Context: an optimization exercise on an open-source flow, tuned for small area, a short achievable clock period and few clock cycles per item. The choices shown serve that exercise and are no tape-out recipe.
At most, simulation tests tie the RTL to the original design; equivalence was not proved.

Design shot_unit, start of the top module:
module shot_unit (
  input  wire        clk,
  input  wire        rst,
  input  wire        in_valid,
  output wire        in_ready,
  input  wire [7:0]  p00,
  input  wire [7:0]  p10,
  input  wire [7:0]  p01,
  input  wire [7:0]  p11,
  input  wire [5:0]  fx,
  input  wire [5:0]  fy,
  input  wire [15:0] f_pix,
  input  wire [7:0]  nominal,
  input  wire [16:0] s_x,
  input  wire [5:0]  l_x,
  input  wire [4:0]  rank,
  input  wire [3:0]  rho_in,
  input  wire [15:0] gain,
  input  wire [3:0]  state,
  input  wire        blank,
  output wire        out_valid,
  output wire [7:0]  code,
  output wire [3:0]  rho_out,
  output wire        rho_we,
  output wire [31:0] loss,
  output wire        sat,
  output wire        missed,
  output wire        stuck_over
);
export LEC_CHECK = 0
export CAP_MARGIN = 20
export CORE_MARGIN = 2
export CORE_UTILIZATION = 40
export SLEW_MARGIN = 20
create_clock -name core_clock -period 300.0 [get_ports {clk}]
run.sh (not shown) runs the stock make flow with config.mk's settings and CLKGATE_MAP_FILE= SYNTH_SCRIPT=/design/flow/synth_recipe.tcl, a recipe that flattens the netlist after the stock synthesis.
Testbench counts at the start, summed over its fixed seeds: cycles 24,032, items 24,000.
==> next run, changes <==
--- a/flow/config.mk
+++ b/flow/config.mk
@@ -7,0 +8 @@
+export ABC_AREA = 1
Outcome:
- die area went down by 0.60%
- core utilization went up by 0.26 points
- routed wire length goes up by 6.1%
- worst setup slack is worse by 0.0050 ns
- first-iteration DRC count rose by 25%
- design area shrinks by 0.58%
- via count goes up by 9.3%
- sequential cell count does not change

========
== v6 ==
Another version of the RTL of shot_unit (not shown whole).
Size in the first run: roughly 3800 cells after synthesis, roughly 170 I/O pins, roughly 37000 um^2 of cells after synthesis.
==> flow/config.mk <==
export PLATFORM = sky130hd
export DESIGN_NAME = shot_unit
export DESIGN_NICKNAME = shot_unit
export VERILOG_FILES = /design/flow/design.v
export SDC_FILE = /design/flow/constraint.sdc
export NUM_CORES = 4
export LEC_CHECK = 0
export ABC_AREA = 1
export CAP_MARGIN = 20
export CORE_MARGIN = 2
export CORE_UTILIZATION = 40
export CTS_BUF_LIST = sky130_fd_sc_hd__clkbuf_8
export CTS_CLUSTER_DIAMETER = 60
export CTS_CLUSTER_SIZE = 20
export SLEW_MARGIN = 20
==> flow/constraint.sdc <==
create_clock -name core_clock -period 300.0 [get_ports {clk}]
set_input_delay 60.0000 -clock core_clock [delete_from_list [all_inputs] [get_ports {clk}]]
set_output_delay 60.0000 -clock core_clock [all_outputs]
set_load 0.01 [all_outputs]
standard.sh (not shown) runs the stock make flow with config.mk's settings and CLKGATE_MAP_FILE= SYNTH_SCRIPT=/design/flow/synth_recipe.tcl, a recipe that flattens the netlist after the stock synthesis.
==> flow/flow/run.sh <==
#!/bin/bash
# Layout flow: the standard synthesis, then popt3.py (picks the polarity of
# each full adder, xor, mux and half adder, and swaps cells for complements, so that fewer
# inverters are needed; every register is kept as synthesized), then the standard flow's
# standard layout with sky130_fd_sc_hd__buf_1 as the port buffer.
# Each tool's output goes to a log file of its own in the work folder.
set -euo pipefail
cd "$(dirname "$0")/.."
W=$(pwd)
R=$W/orfs/results/${FLOW_PLATFORM:-sky130hd}/shot_unit/base
bash standard.sh synth > synth.log 2>&1
cp "$R/1_2_yosys.v" "$R/1_2_yosys_std.v"
python3 flow/popt3.py "$R/1_2_yosys_std.v" "$R/1_2_yosys.v" > popt.log 2>&1
BUFFER_PORTS_ARGS="-buffer_cell sky130_fd_sc_hd__buf_1" bash standard.sh finish > layout.log 2>&1
Other scripts of this flow, unchanged in this note and not shown: flow/flow/popt3.py
v6 completed every stage of the flow, and the final layout passed the timing, DRC and antenna checks.
[inputs] v7 vs v6
- ABC_AREA now 0, was 1
Results
The higher final worst setup slack came out of v7. Against v6, wire length on met3 in v7 rose by more than 10%. Compared with v6, in v7 instance area at placement picked up an extra about 2.5%, global-route wire length before repair has increased, summed area of non-filler cells in the final layout went up, sequential portion of the cell area -0.25 points, maximum achievable frequency stayed essentially flat. Compared to v6, the routing of v7 uses more wire. v7 against v6: overall die area now larger, via count down 871, number of buffers created by CTS shows a reduction of about 14%.
Function was not checked in any run of this note: the RTL went through the layout flow alone.

========
Another version of the RTL of shot_unit (not shown whole).
Size in the first run: roughly 3800 cells after synthesis, about 170 I/O pins, roughly 37000 um^2 of cells after synthesis.
Design shot_unit, start of the top module:
module shot_unit (
  input  wire        clk,
  input  wire        rst,
  input  wire        in_valid,
  output wire        in_ready,
  input  wire [7:0]  p00,
  input  wire [7:0]  p10,
  input  wire [7:0]  p01,
  input  wire [7:0]  p11,
  input  wire [5:0]  fx,
  input  wire [5:0]  fy,
  input  wire [15:0] f_pix,
  input  wire [7:0]  nominal,
  input  wire [16:0] s_x,
  input  wire [5:0]  l_x,
  input  wire [4:0]  rank,
  input  wire [3:0]  rho_in,
  input  wire [15:0] gain,
  input  wire [3:0]  state,
  input  wire        blank,
  output wire        out_valid,
  output wire [7:0]  code,
  output wire [3:0]  rho_out,
  output wire        rho_we,
  output wire [31:0] loss,
  output wire        sat,
  output wire        missed,
  output wire        stuck_over
);
clock: 300.0 ns
lec_check: 0
abc_area: 1
cap_margin: 20
core_margin: 2
core_utilization: 40
cts_buf_list: sky130_fd_sc_hd__clkbuf_8
cts_cluster_diameter: 60
cts_cluster_size: 20
slew_margin: 20
==> flow/flow/run.sh <==
#!/bin/bash
# Layout flow: the standard synthesis, then popt3.py (picks the polarity of
# each full adder, xor, mux and half adder, and swaps cells for complements, so that fewer
# inverters are needed; every register is kept as synthesized), then the standard flow's
# standard layout with sky130_fd_sc_hd__buf_1 as the port buffer and a clock
# tree without dummy loads.
# Each tool's output goes to a log file of its own in the work folder.
set -euo pipefail
cd "$(dirname "$0")/.."
W=$(pwd)
R=$W/orfs/results/${FLOW_PLATFORM:-sky130hd}/shot_unit/base
bash standard.sh synth > synth.log 2>&1
cp "$R/1_2_yosys.v" "$R/1_2_yosys_std.v"
python3 flow/popt3.py "$R/1_2_yosys_std.v" "$R/1_2_yosys.v" > popt.log 2>&1
# clock tree: clkbuf_8 clusters of up to 20 sinks within 60 um, no dummy loads
export CTS_ARGS="-sink_clustering_enable -repair_clock_nets -sink_clustering_size 20 -sink_clustering_max_diameter 60 -buf_list sky130_fd_sc_hd__clkbuf_8 -dont_use_dummy_load"
BUFFER_PORTS_ARGS="-buffer_cell sky130_fd_sc_hd__buf_1" bash standard.sh finish > layout.log 2>&1
Other scripts of this flow, unchanged in this note and not shown: flow/flow/popt3.py
Change:
--- a/flow/flow/run.sh
+++ b/flow/flow/run.sh
@@ -14,4 +14,4 @@
 python3 flow/popt3.py "$R/1_2_yosys_std.v" "$R/1_2_yosys.v" > popt.log 2>&1
-# clock tree: clkbuf_8 clusters of up to 20 sinks within 60 um, no dummy loads
-export CTS_ARGS="-sink_clustering_enable -repair_clock_nets -sink_clustering_size 20 -sink_clustering_max_diameter 60 -buf_list sky130_fd_sc_hd__clkbuf_8 -dont_use_dummy_load"
+# clock tree: clkbuf_16 clusters of up to 30 sinks within 80 um, no dummy loads
+export CTS_ARGS="-sink_clustering_enable -repair_clock_nets -sink_clustering_size 30 -sink_clustering_max_diameter 80 -buf_list sky130_fd_sc_hd__clkbuf_16 -dont_use_dummy_load"
 BUFFER_PORTS_ARGS="-buffer_cell sky130_fd_sc_hd__buf_1" bash standard.sh finish > layout.log 2>&1
Wire length stays flat.
Count of clock-buffer cells in the layout falls by 6.
Cell area climbs by 0.41%.
Non-clock buffer count does not change.
Sequential share of layout area hardly moves.
Function was not checked in any run of this note: the RTL went through the layout flow alone.

========
Another version of the RTL of shot_unit (not shown whole).
For scale: about 170 I/O pins.
export LEC_CHECK = 0
export ABC_AREA = 1
export CAP_MARGIN = 0
export CORE_MARGIN = 2
export CORE_UTILIZATION = 40
export CTS_BUF_LIST = sky130_fd_sc_hd__clkbuf_8
export CTS_CLUSTER_DIAMETER = 60
export CTS_CLUSTER_SIZE = 20
export SLEW_MARGIN = 0
create_clock -name core_clock -period 300.0 [get_ports {clk}]
==> flow/flow/run.sh <==
#!/bin/bash
# Layout flow: the standard synthesis, then popt2.py (picks the polarity of
# each full adder, xor, mux and half adder, and swaps cells for complements, so that fewer
# inverters are needed; every register is kept as synthesized), then the standard flow's
# standard layout with sky130_fd_sc_hd__buf_1 as the port buffer.
# Each tool's output goes to a log file of its own in the work folder.
set -euo pipefail
cd "$(dirname "$0")/.."
W=$(pwd)
R=$W/orfs/results/${FLOW_PLATFORM:-sky130hd}/shot_unit/base
bash standard.sh synth > synth.log 2>&1
cp "$R/1_2_yosys.v" "$R/1_2_yosys_std.v"
python3 flow/popt2.py "$R/1_2_yosys_std.v" "$R/1_2_yosys.v" > popt.log 2>&1
BUFFER_PORTS_ARGS="-buffer_cell sky130_fd_sc_hd__buf_1" bash standard.sh finish > layout.log 2>&1
Other scripts of this flow, unchanged in this note and not shown: flow/flow/popt2.py
The baseline finished with timing, DRC and antenna clean.
Testbench counts at the start, summed over its fixed seeds: cycles 24,032, items 24,000.
Then changed:
- CAP_MARGIN: 0 -> 20
- SLEW_MARGIN: 0 -> 20
After rerunning:
- The new run completed without violations
- clock-buffer cell count is unchanged
- final area barely changes
- routed wire length is about the same

========
## the previous run
Another version of the RTL of shot_unit (not shown whole).
Size: ~3900 cells after synthesis, ~170 I/O pins, ~38000 um2 of cells after synthesis.
==> flow/design.v (excerpt) <==
module shot_unit (
  input  wire        clk,
  input  wire        rst,
  input  wire        in_valid,
  output wire        in_ready,
  input  wire [7:0]  p00,
  input  wire [7:0]  p10,
  input  wire [7:0]  p01,
  input  wire [7:0]  p11,
  input  wire [5:0]  fx,
  input  wire [5:0]  fy,
  input  wire [15:0] f_pix,
  input  wire [7:0]  nominal,
  input  wire [16:0] s_x,
  input  wire [5:0]  l_x,
  input  wire [4:0]  rank,
  input  wire [3:0]  rho_in,
  input  wire [15:0] gain,
  input  wire [3:0]  state,
  input  wire        blank,
  output wire        out_valid,
  output wire [7:0]  code,
  output wire [3:0]  rho_out,
  output wire        rho_we,
  output wire [31:0] loss,
  output wire        sat,
  output wire        missed,
  output wire        stuck_over
);
Settings: LEC_CHECK=0, ABC_AREA=1, CAP_MARGIN=20, CORE_MARGIN=2, CORE_UTILIZATION=40, SLEW_MARGIN=20; clock period 300.0 ns.
==> flow/flow/run.sh <==
#!/bin/bash
# Layout flow: the standard synthesis, then popt.py (picks the polarity of
# each full-adder cell and swaps cells for their complements so that fewer
# inverters are needed; every register is kept as synthesized), then the standard flow's
# standard layout with sky130_fd_sc_hd__buf_1 as the port buffer.
# Each tool's output goes to a log file of its own in the work folder.
set -euo pipefail
cd "$(dirname "$0")/.."
W=$(pwd)
R=$W/orfs/results/${FLOW_PLATFORM:-sky130hd}/shot_unit/base
bash standard.sh synth > synth.log 2>&1
cp "$R/1_2_yosys.v" "$R/1_2_yosys_std.v"
python3 flow/popt.py "$R/1_2_yosys_std.v" "$R/1_2_yosys.v" > popt.log 2>&1
BUFFER_PORTS_ARGS="-buffer_cell sky130_fd_sc_hd__buf_1" bash standard.sh finish > layout.log 2>&1
Other scripts of this flow, unchanged in this note and not shown: flow/flow/popt.py
Testbench counts of the previous run, summed over its fixed seeds: cycles 24,032, items 24,000.
Relative to the previous run, the following input files were edited for the current run:
# the previous run
export LEC_CHECK = 0
export ABC_AREA = 1
export CAP_MARGIN = 20
export CORE_MARGIN = 2
export CORE_UTILIZATION = 40
export SLEW_MARGIN = 20
create_clock -name core_clock -period 300.0 [get_ports {clk}]
# the current run
export LEC_CHECK = 0
export ABC_AREA = 1
export CAP_MARGIN = 20
export CORE_MARGIN = 2
export CORE_UTILIZATION = 60
export CTS_BUF_LIST = sky130_fd_sc_hd__clkbuf_8
export SLEW_MARGIN = 20
create_clock -name core_clock -period 300.0 [get_ports {clk}]
### Flow results
Looking at arrival time reported for the critical path endpoint, the current run sits above the previous run.
| non-clock buffer count | the current run vs the previous run | 3.3% lower |
Count of standard-cell rows delta for the current run relative to the previous run: 21 lower
Looking at the reports, the current run completed the entire flow and the layout it produced met the timing, DRC and antenna checks.
The previous run completed; timing, DRC and antenna clean

[separate check: timing with driven ports]
No port has a modelled driver above. Below, the same layouts with a new extraction and two added sets of constraints. Step 1 sets driving cells, clkbuf_16 on the clock port and buf_2 on the other inputs (assumed; they add their load-dependent delay and slew). Step 2 moves the port delays by t, midway between the first and last clock arrival at a register: inputs arrive t later, outputs are due t later. That takes back most of the time a late clock gives input paths. Three values: no drivers, after step 1, after step 2; two values: the first two.
run | t (ns) | slack for setup (ns) | worst setup path after step 2 | latest minus earliest clock arrival (ns)
the first run of note 1 | 0.641 | 238.378 / 238.313 / 238.954 | register to output | 0.038 / 0.038
the second run of note 1 | 0.668 | 238.373 / 238.304 / 238.973 | register to output | 0.045 / 0.045
v6 | 0.779 | 238.574 / 238.514 / 238.323 | input to register | 0.057 / 0.056
v7 | 0.728 | 238.671 / 238.614 / 238.441 | input to register | 0.073 / 0.072
the first run of note 3 | 0.727 | 238.593 / 238.530 / 238.697 | input to register | 0.127 / 0.127
the second run of note 3 | 0.627 | 238.731 / 238.664 / 238.651 | input to register | 0.088 / 0.087
the first run of note 4 | 0.743 | 238.658 / 238.591 / 238.906 | input to register | 0.059 / 0.058
the second run of note 4 | 0.743 | 238.658 / 238.591 / 238.906 | input to register | 0.059 / 0.058
the previous run | 0.684 | 238.762 / 238.690 / 239.374 | register to output | 0.027 / 0.026
the current run | 0.686 | 238.726 / 238.667 / 239.353 | register to output | 0.046 / 0.045
After both steps setup and hold are still met in every run listed. The setup slack of v6, which loses most, moves by -0.060 ns with the drivers and by -0.251 ns with both steps.
